Source: an optimization exercise on an open RTL-to-GDS flow (aim: small area, a short achievable clock period and few clock cycles per item). Production flows keep margins and buffers that such runs may drop. RTL that was checked went through simulation tests only; none was proved equivalent to the original.

// pagecode_dec
module pagecode_dec (
  input  wire        clk,
  input  wire        rst,
  input  wire        in_valid,
  input  wire [7:0]  in_data,
  output reg         in_ready,
  output reg         out_valid,
  output reg         out_clean,
  output reg         out_poison,
  output reg         out_ok,
  output reg  [2:0]  out_count,
  output reg  [31:0] out_pos,
  output reg  [31:0] out_val
);
  function automatic [7:0] gf_mul(input [7:0] a, input [7:0] b);
    integer i;
    reg [7:0] p, aa;
    begin
      p  = 8'h00;
      aa = a;
      for (i = 0; i < 8; i = i + 1) begin
        if (b[i]) p = p ^ aa;
        aa = {aa[6:0], 1'b0} ^ (aa[7] ? 8'h1d : 8'h00);
      end
      gf_mul = p;
    end
  endfunction
  function automatic [3:0] gf16_mul(input [3:0] a, input [3:0] b);
    reg [6:0] p;
    begin
      p = ({3'b0, a} & {7{b[0]}}) ^ ({2'b0, a, 1'b0} & {7{b[1]}}) ^
          ({1'b0, a, 2'b0} & {7{b[2]}}) ^ ({a, 3'b0} & {7{b[3]}});
      gf16_mul = p[3:0] ^ {p[6:4], 1'b0} ^ {1'b0, p[6:4]};
    end
  endfunction
  function automatic [11:0] gf_inv1(input [7:0] a);
    reg [7:0] c;
    reg [3:0] a1, a0, sq, s0;
    begin
      c[0] = a[0] ^ a[2] ^ a[4] ^ a[5] ^ a[6] ^ a[7];
      c[1] = a[2] ^ a[6] ^ a[7];
      c[2] = a[1] ^ a[2] ^ a[3] ^ a[4];
      c[3] = a[1] ^ a[4] ^ a[5] ^ a[6] ^ a[7];
      c[4] = a[2] ^ a[4] ^ a[5] ^ a[6] ^ a[7];
      c[5] = a[2] ^ a[5] ^ a[6];
      c[6] = a[1] ^ a[3] ^ a[4] ^ a[5];
      c[7] = a[5];
      a1 = c[7:4]; a0 = c[3:0];
      sq[0] = a1[0];
      sq[1] = a1[1] ^ a1[3];
      sq[2] = a1[3];
      sq[3] = a1[0] ^ a1[2];
      s0[0] = a0[0] ^ a0[2];
      s0[1] = a0[2];
      s0[2] = a0[1] ^ a0[3];
      s0[3] = a0[3];
  ...
Size: ~83 I/O pins.
Settings: LEC_CHECK=0, CAP_MARGIN=20, CORE_MARGIN=2, CORE_UTILIZATION=40, CTS_BUF_LIST=sky130_fd_sc_hd__clkbuf_8, SLEW_MARGIN=20; clock period 12.0 ns.
standard.sh (not shown) runs the stock make flow with config.mk's settings and CLKGATE_MAP_FILE= SYNTH_SCRIPT=/design/flow/synth_recipe.tcl, a recipe that flattens the netlist after the stock synthesis.
==> flow/flow/run.sh <==
#!/bin/bash
# The standard layout, with ORFS's repair_timing aiming at a setup slack
# margin of 8.5 ns, and buf_2 cells as the port buffers (the SDC, clock period
# and all other settings unchanged).
set -euo pipefail
export SETUP_SLACK_MARGIN=8.5
export BUFFER_PORTS_ARGS="-buffer_cell sky130_fd_sc_hd__buf_2"
bash standard.sh > standard_flow.log 2>&1
The starting point went through all stages and came out clean.
Testbench counts at the start, summed over its fixed seeds: cycles 53,187, items 384.
==> next run, changes <==
--- a/flow/config.mk
+++ b/flow/config.mk
@@ -7,0 +8 @@
+export ABC_AREA = 1
@@ -11 +11,0 @@
-export CTS_BUF_LIST = sky130_fd_sc_hd__clkbuf_8
Setup slack is better by 70 ps.
Count of clock-buffer cells in the layout went down by 30.
Core utilization went down by 0.64 points.
First-iteration DRC count went up by about 25%.

Setup of north:
Another version of the RTL of pagecode_dec (not shown whole).
For scale: about 2400 cells after synthesis, about 320 flip-flops.
## pagecode_dec
module pagecode_dec (
  input  wire        clk,
  input  wire        rst,
  input  wire        in_valid,
  input  wire [7:0]  in_data,
  output reg         in_ready,
  output reg         out_valid,
  output reg         out_clean,
  output reg         out_poison,
  output reg         out_ok,
  output reg  [2:0]  out_count,
  output wire [31:0] out_pos,
  output wire [31:0] out_val
);
export LEC_CHECK = 0
export CAP_MARGIN = 20
export CORE_MARGIN = 2
export CORE_UTILIZATION = 40
export SLEW_MARGIN = 20
create_clock -name core_clock -period 12.0 [get_ports {clk}]
Scripts as last shown in full above: flow/flow/run.sh
The following lists how south was set up differently from north:
- setting CTS_CLUSTER_DIAMETER to 80 for the first time
- setting CTS_CLUSTER_SIZE to 20 for the first time
### Flow results
- south ended up with a higher sequential portion of the cell area than north did.
- south vs. north: per-cell routed wire length grew by about 0.8%; amount of wire on met2 after detailed routing did not really move.
- Between south and north, the final period utilization is lower for north.
- Diff north..south | fraction of registers with async set/reset | unchanged
- Global-route usage: north vs south, no meaningful difference
Function was not checked in any run of this note: the RTL went through the layout flow alone.

## separate check: timing with driven ports
The results above use ideal ports. As a check the final layouts listed here were re-extracted and re-timed, cells and wires unchanged.
Step 1: set_driving_cell puts a clkbuf_16 on clk and a buf_2 on each other input, an assumption about the parent block.
Step 2, shift: input delay + t, output delay - t, t = (earliest + latest rising clock arrival at the registers) / 2. This alone moves slack from input paths to output paths.
Three values: no drivers, after step 1, after step 2; two values: the first two.
run | t (ns) | slack for setup (ns) | clock arrival spread, ns | worst slew at a driven data input, ns | pins driven straight from the clock port
the first run of note 1 | 0.728 | 8.465 / 8.409 / 8.653 | 0.050 / 0.049 | 0.07 | 1
the second run of note 1 | 0.641 | 8.534 / 8.479 / 8.496 | 0.021 / 0.021 | 0.03 | 1
north | 0.613 | 8.355 / 8.289 / 8.537 | 0.028 / 0.029 | 0.03 | 1
south | 0.646 | 8.332 / 8.269 / 8.579 | 0.033 / 0.032 | 0.03 | 1
After both steps setup and hold are still met in every run listed. The setup slack of the second run of note 1, which loses most, moves by -0.055 ns with the drivers and by -0.038 ns with both steps.
